This design comes from an exercise in tuning for small area, a short achievable clock period and few clock cycles per item on the open sky130 flow, not from production work. Function was checked by simulation only, so behaviour that the tests miss may differ from the original.

==> try-violet <==
Design lath_ecc, start of the top module:
module lath_ecc (
    input  wire         clk,
    input  wire         rst,           
    input  wire         in_valid,
    output wire         in_ready,
    input  wire [383:0] in_line,
    output reg          out_valid,
    input  wire         out_ready,
    output reg  [255:0] out_data,      
    output wire [7:0]   out_poison,    
    output wire [3:0]   out_corr,      
    output wire [3:0]   out_ue,        
    output wire [3:0]   out_prd,       
    output reg  [2:0]   out_die,       
    output wire         out_retire,    
    output wire         out_dual,      
    output reg          out_ue_alarm,  
    input  wire [15:0]  limit,         
    input  wire         win_clear,
    input  wire         cnt_clear,
    output wire         busy,
    output wire         erasure,
    output wire [2:0]   retired,
    output wire [23:0]  consec,        
    output reg  [95:0]  win_count,     
    output reg  [95:0]  corr_count,    
    output reg  [15:0]  ue_count,
    output reg  [15:0]  prd_count,
    output reg  [3:0]   ue_run
);
==> flow/config.mk <==
export PLATFORM = sky130hd
export DESIGN_NAME = lath_ecc
export DESIGN_NICKNAME = lath_ecc
export VERILOG_FILES = /design/flow/design.v
export SDC_FILE = /design/flow/constraint.sdc
export NUM_CORES = 8
export LEC_CHECK = 0
export CAP_MARGIN = 20
export CORE_MARGIN = 2
export CORE_UTILIZATION = 52
export CTS_CLUSTER_DIAMETER = 70
export CTS_CLUSTER_SIZE = 25
export SLEW_MARGIN = 20
==> flow/constraint.sdc <==
create_clock -name core_clock -period 26.0 [get_ports {clk}]
set_input_delay 5.2000 -clock core_clock [delete_from_list [all_inputs] [get_ports {clk}]]
set_output_delay 5.2000 -clock core_clock [all_outputs]
set_load 0.01 [all_outputs]
standard.sh (not shown) runs the stock make flow with config.mk's settings and CLKGATE_MAP_FILE= SYNTH_SCRIPT=/design/flow/synth_recipe.tcl, a recipe that flattens the netlist after the stock synthesis.
==> flow/flow/run.sh <==
#!/bin/bash
# The standard layout (the standard.sh: ORFS synthesis to final) with
# three changes in how it is made:
#  - ORFS's synthesis maps the logic with the area-oriented ABC script in
#    flow/abc_area_map.script (a copy of ORFS's scripts folder is used, with
#    only abc_speed.script replaced); everything else in the synthesis, and
#    so every register, is as in the standard synthesis;
#  - the port buffers are sky130_fd_sc_hd__buf_1 instead of the cell
#    buffer_ports picks by default (every port still gets its own buffer);
#  - ORFS's timing repair (after CTS and after global routing) aims for
#    15.3 ns of setup slack at the design's 26 ns clock, instead of 0.
# The SDC (clock, I/O delays, loads) is the standard flow's, unchanged.
set -euo pipefail
here=$(pwd)
rm -rf "$here/orfs_scripts"
cp -r "$FLOW_HOME/scripts" "$here/orfs_scripts"
cp "$here/flow/abc_area_map.script" "$here/orfs_scripts/abc_speed.script"
bash standard.sh \
    "SCRIPTS_DIR=$here/orfs_scripts" \
    "BUFFER_PORTS_ARGS=-buffer_cell sky130_fd_sc_hd__buf_1" \
    "SETUP_SLACK_MARGIN=15.3" \
    finish > standard_flow.log 2>&1
==> flow/flow/abc_area_map.script <==
strash
&get -n
&fraig -x
&put
scorr
dc2
strash
balance
rewrite
refactor
balance
rewrite -z
rewrite -z
balance
refactor -z
rewrite -z
balance
dc2
strash
&get -n
&deepsyn -T 900
&dch -f
&nf -R 1000
&put
==> try-fjord: changes against try-violet <==
--- a/flow/design.v
+++ b/flow/design.v
@@ -37,18 +37,15 @@
     reg  [7:0]  ocls;          
     reg         ret_q, dual_q;
     reg         p_any;         
     reg         p_norm;        
     reg  [3:0]  p_th;          
     reg  [3:0]  la_th;         
     reg         p_clean;       
-    reg         rdy_a;         
-    reg         rdy_b;         
-    reg  [5:0]  wflag;
-    reg  [5:0]  rc_1h;
+    reg         ov_rdy;        
     reg  [5:0]  p_1h;          
     function [15:0] sat_add;
         input [15:0] x;
         input [2:0]  n;
         reg   [3:0]  lo;
         reg   [15:0] s;
         reg   [15:0] p;      
@@ -147,45 +144,46 @@
                        (cbase == 4'd5 & la_th[2]) | (cbase == 4'd4 & la_th[3]))
                     : (ccnt == 4'd8);
     reg  [15:0] win_sel, corr_sel;
     always @(*) begin
         win_sel  = 16'h0;
         corr_sel = 16'h0;
         for (k = 0; k < 6; k = k + 1) begin
-            win_sel  = win_sel  | ({16{p_any ? p_1h[k] : rc_1h[k]}} & win_count[16*k +: 16]);
+            win_sel  = win_sel  | ({16{p_1h[k]}} & win_count[16*k +: 16]);
             corr_sel = corr_sel | ({16{p_1h[k]}} & corr_count[16*k +: 16]);
         end
     end
     wire [15:0] win_new  = sat_add(win_sel, p_nloc);
     wire [15:0] corr_new = sat_add(corr_sel, p_nloc);
-    wire t_ge1 = p_th[0] & p_any;
-    wire t_ge2 = p_th[1] & p_any;
-    wire t_ge3 = p_th[2] & p_any;
-    wire t_ge4 = p_th[3] & p_any;
+    wire t_ge1 = p_th[0];
+    wire t_ge2 = p_th[1];
+    wire t_ge3 = p_th[2];
+    wire t_ge4 = p_th[3];
     wire [16:0] lim_1 = sub_small(limit_q, 3'd1);
     wire [16:0] lim_2 = sub_small(limit_q, 3'd2);
     wire [16:0] lim_3 = sub_small(limit_q, 3'd3);
     wire [16:0] lim_4 = sub_small(limit_q, 3'd4);
     wire [16:0] lim_m = t_ge4 ? lim_4 : t_ge3 ? lim_3 : t_ge2 ? lim_2 :
                         t_ge1 ? lim_1 : {1'b0, limit_q};
-    wire        ge_new = (limit_q != 16'h0) &&
-                         (lim_m[16] | ge16(win_sel, lim_m[15:0]));
+    wire        ge_new = lim_m[16] | ge16(win_sel, lim_m[15:0]);
     wire [4:0] run_sum = {1'b0, ue_run} + {2'b0, p_ue0};
     wire [3:0] run_n   = p_brk ? {2'b0, p_ue1} :
                          (run_sum > 5'd15) ? 4'd15 : run_sum[3:0];
     wire [3:0] run_e   = p_any ? run_n : ue_run;
     reg  [5:0]  meets;
     reg  [2:0]  meet_die;
     reg         m_any, m_two;
     always @(*) begin
         m_any = 1'b0;
         m_two = 1'b0;
         meet_die = 3'd7;
         for (k = 0; k < 6; k = k + 1) begin
-            meets[k] = (cdie_n == k && c8) || (p_1h[k] ? ge_new : wflag[k]);
+            meets[k] = (cdie_n == k && c8) ||
+                       (limit_q != 16'h0 &&
+                        (p_1h[k] ? ge_new : ge16(win_count[16*k +: 16], limit_q)));
             if (meets[k]) begin
                 m_two = m_two | m_any;
                 m_any = 1'b1;
                 meet_die = k[2:0];
             end
         end
     end
@@ -273,16 +271,16 @@
     generate
         for (b = 0; b < 4; b = b + 1) begin : g_ocls
             assign n_ocls[2*b +: 2] = pois[b] ? 2'b11 : ue[b] ? 2'b10 :
                                       loc[b] ? 2'b01 : 2'b00;
         end
     endgenerate
     wire hold   = out_valid && !out_ready;
-    wire accept = in_valid && in_ready;
-    assign in_ready = rdy_a || (rdy_b && out_ready);
+    wire accept = in_valid && !hold;
+    assign in_ready = !ov_rdy || out_ready;
     assign busy     = out_valid;
     wire [3:0] oc1 = {ocls[7], ocls[5], ocls[3], ocls[1]};
     wire [3:0] oc0 = {ocls[6], ocls[4], ocls[2], ocls[0]};
     assign out_corr   = ~oc1 & oc0;
     assign out_ue     = oc1 & ~oc0;
     assign out_prd    = oc1 & oc0;
     assign out_poison = {{2{oc1[3]}}, {2{oc1[2]}}, {2{oc1[1]}}, {2{oc1[0]}}};
@@ -319,24 +317,26 @@
             ret_q  <= retire_now;
             dual_q <= dual_now;
         end
     end
     always @(posedge clk) begin
         if (rst) begin
             out_valid  <= 1'b0;
+            ov_rdy     <= 1'b0;
             p_any      <= 1'b0;
             p_norm     <= 1'b0;
             retired_q  <= 3'd7;
             cdie       <= 3'd0;
             ccnt       <= 4'd0;
             ue_count   <= 16'h0;
             prd_count  <= 16'h0;
             ue_run     <= 4'h0;
         end else begin
-            out_valid <= accept || hold;
+            out_valid <= in_valid || hold;
+            ov_rdy    <= (in_valid && in_ready) || (ov_rdy && !out_ready);
             p_any     <= accept;
             p_norm    <= accept && !ers_e;
             retired_q <= ret_e;
             if (p_any) begin
                 cdie <= cdie_n;
                 ccnt <= ccnt_n;
                 ue_count  <= sat_add(ue_count, p_nue);
@@ -346,35 +346,14 @@
                 if (cnt_clear) begin
                     ue_count   <= 16'h0;
                     prd_count  <= 16'h0;
                 end
             end
         end
     end
-    always @(posedge clk) begin
-        if (rst) begin
-            wflag <= 6'b0;
-            rc_1h <= 6'b0;
-        end else begin
-            if (p_any)
-                wflag <= (wflag & ~p_1h) | ({6{ge_new}} & p_1h);
-            else if (win_clear)
-                wflag <= 6'b0;
-            else
-                wflag <= (wflag & ~rc_1h) | ({6{ge_new}} & rc_1h);
-            rc_1h <= (limit != limit_q) ? 6'b000001 : {rc_1h[4:0], 1'b0};
-        end
-        if (rst) begin
-            rdy_a <= 1'b1;
-            rdy_b <= 1'b1;
-        end else begin
-            rdy_b <= !((limit != limit_q) || (|rc_1h[4:0]));
-            rdy_a <= !((limit != limit_q) || (|rc_1h[4:0])) && !(accept || hold);
-        end
-    end
     wire        w_zero = rst | !p_any;
     wire [15:0] win_d  = w_zero ? 16'h0 : win_new;
     wire [15:0] corr_d = w_zero ? 16'h0 : corr_new;
     always @(posedge clk) begin
         for (k = 0; k < 6; k = k + 1) begin
             if (rst || (p_any ? p_1h[k] : win_clear))
                 win_count[16*k +: 16] <= win_d;
==> flow/flow/abc_area_map.script (replaced) <==
strash
&get -n
&fraig -x
&put
scorr
dc2
strash
balance
rewrite
refactor
balance
rewrite -z
rewrite -z
balance
refactor -z
rewrite -z
balance
dc2
strash
&get -n
&deepsyn -J 50
&dch -f
&nf -R 1000
&put
==> results_dict.tcl <==
set metrics [dict create \
    synth_area_um2 34560 \
    synth-adder-area-share 0.02230 \
    status "stopped before the end" \
    haltStage "I/O pin placement" \
    syn-num-nets 3926 \
    first-error "[ERROR PPL-0024] Number of IO pins (947) exceeds maximum number of available positions (944). Increase the die perimeter from 1047.18um to 1287.92um." \
    synth_top_area_share 0.3997 \
]
Source of the figures above: try-violet

==> results_dict.tcl <==
set metrics [dict create \
    synth_top_area_share 0.3914 \
    synth-adder-area-share 0.02695 \
    status "no timing/DRC/antenna violations" \
    syn-num-nets 3980 \
    synth_area_um2 35290 \
]
Source of the figures above: try-fjord

Testbench counts of try-violet, summed over its fixed seeds: cycles 24,008, items 24,000.
Testbench counts of try-fjord, summed over its fixed seeds: cycles 24,008, items 24,000.

## port drivers added, routing unchanged
In the flow no input, the clock included, has a driving cell. The finished layout below was timed again as built, in two steps. Step 1: set_driving_cell puts a clkbuf_16 on clk and a buf_2 on each other input, an assumption about the parent block. Step 2 also shifts input and output timing later by t, the mid clock arrival at the registers, as if the neighbouring blocks saw the same clock. a / b / c = ideal ports / drivers / drivers and shift; a / b = the first two.
run: try-fjord
shift t [ns]: 0.663
setup slack, ns: 15.263 / 15.230 / 14.891
slew at the worst register clock pin (ns): 0.10 / 0.10
After both steps try-fjord still meets setup and hold. For try-fjord, drivers alone change the setup slack by -0.033 ns; drivers and shift together by -0.372 ns.
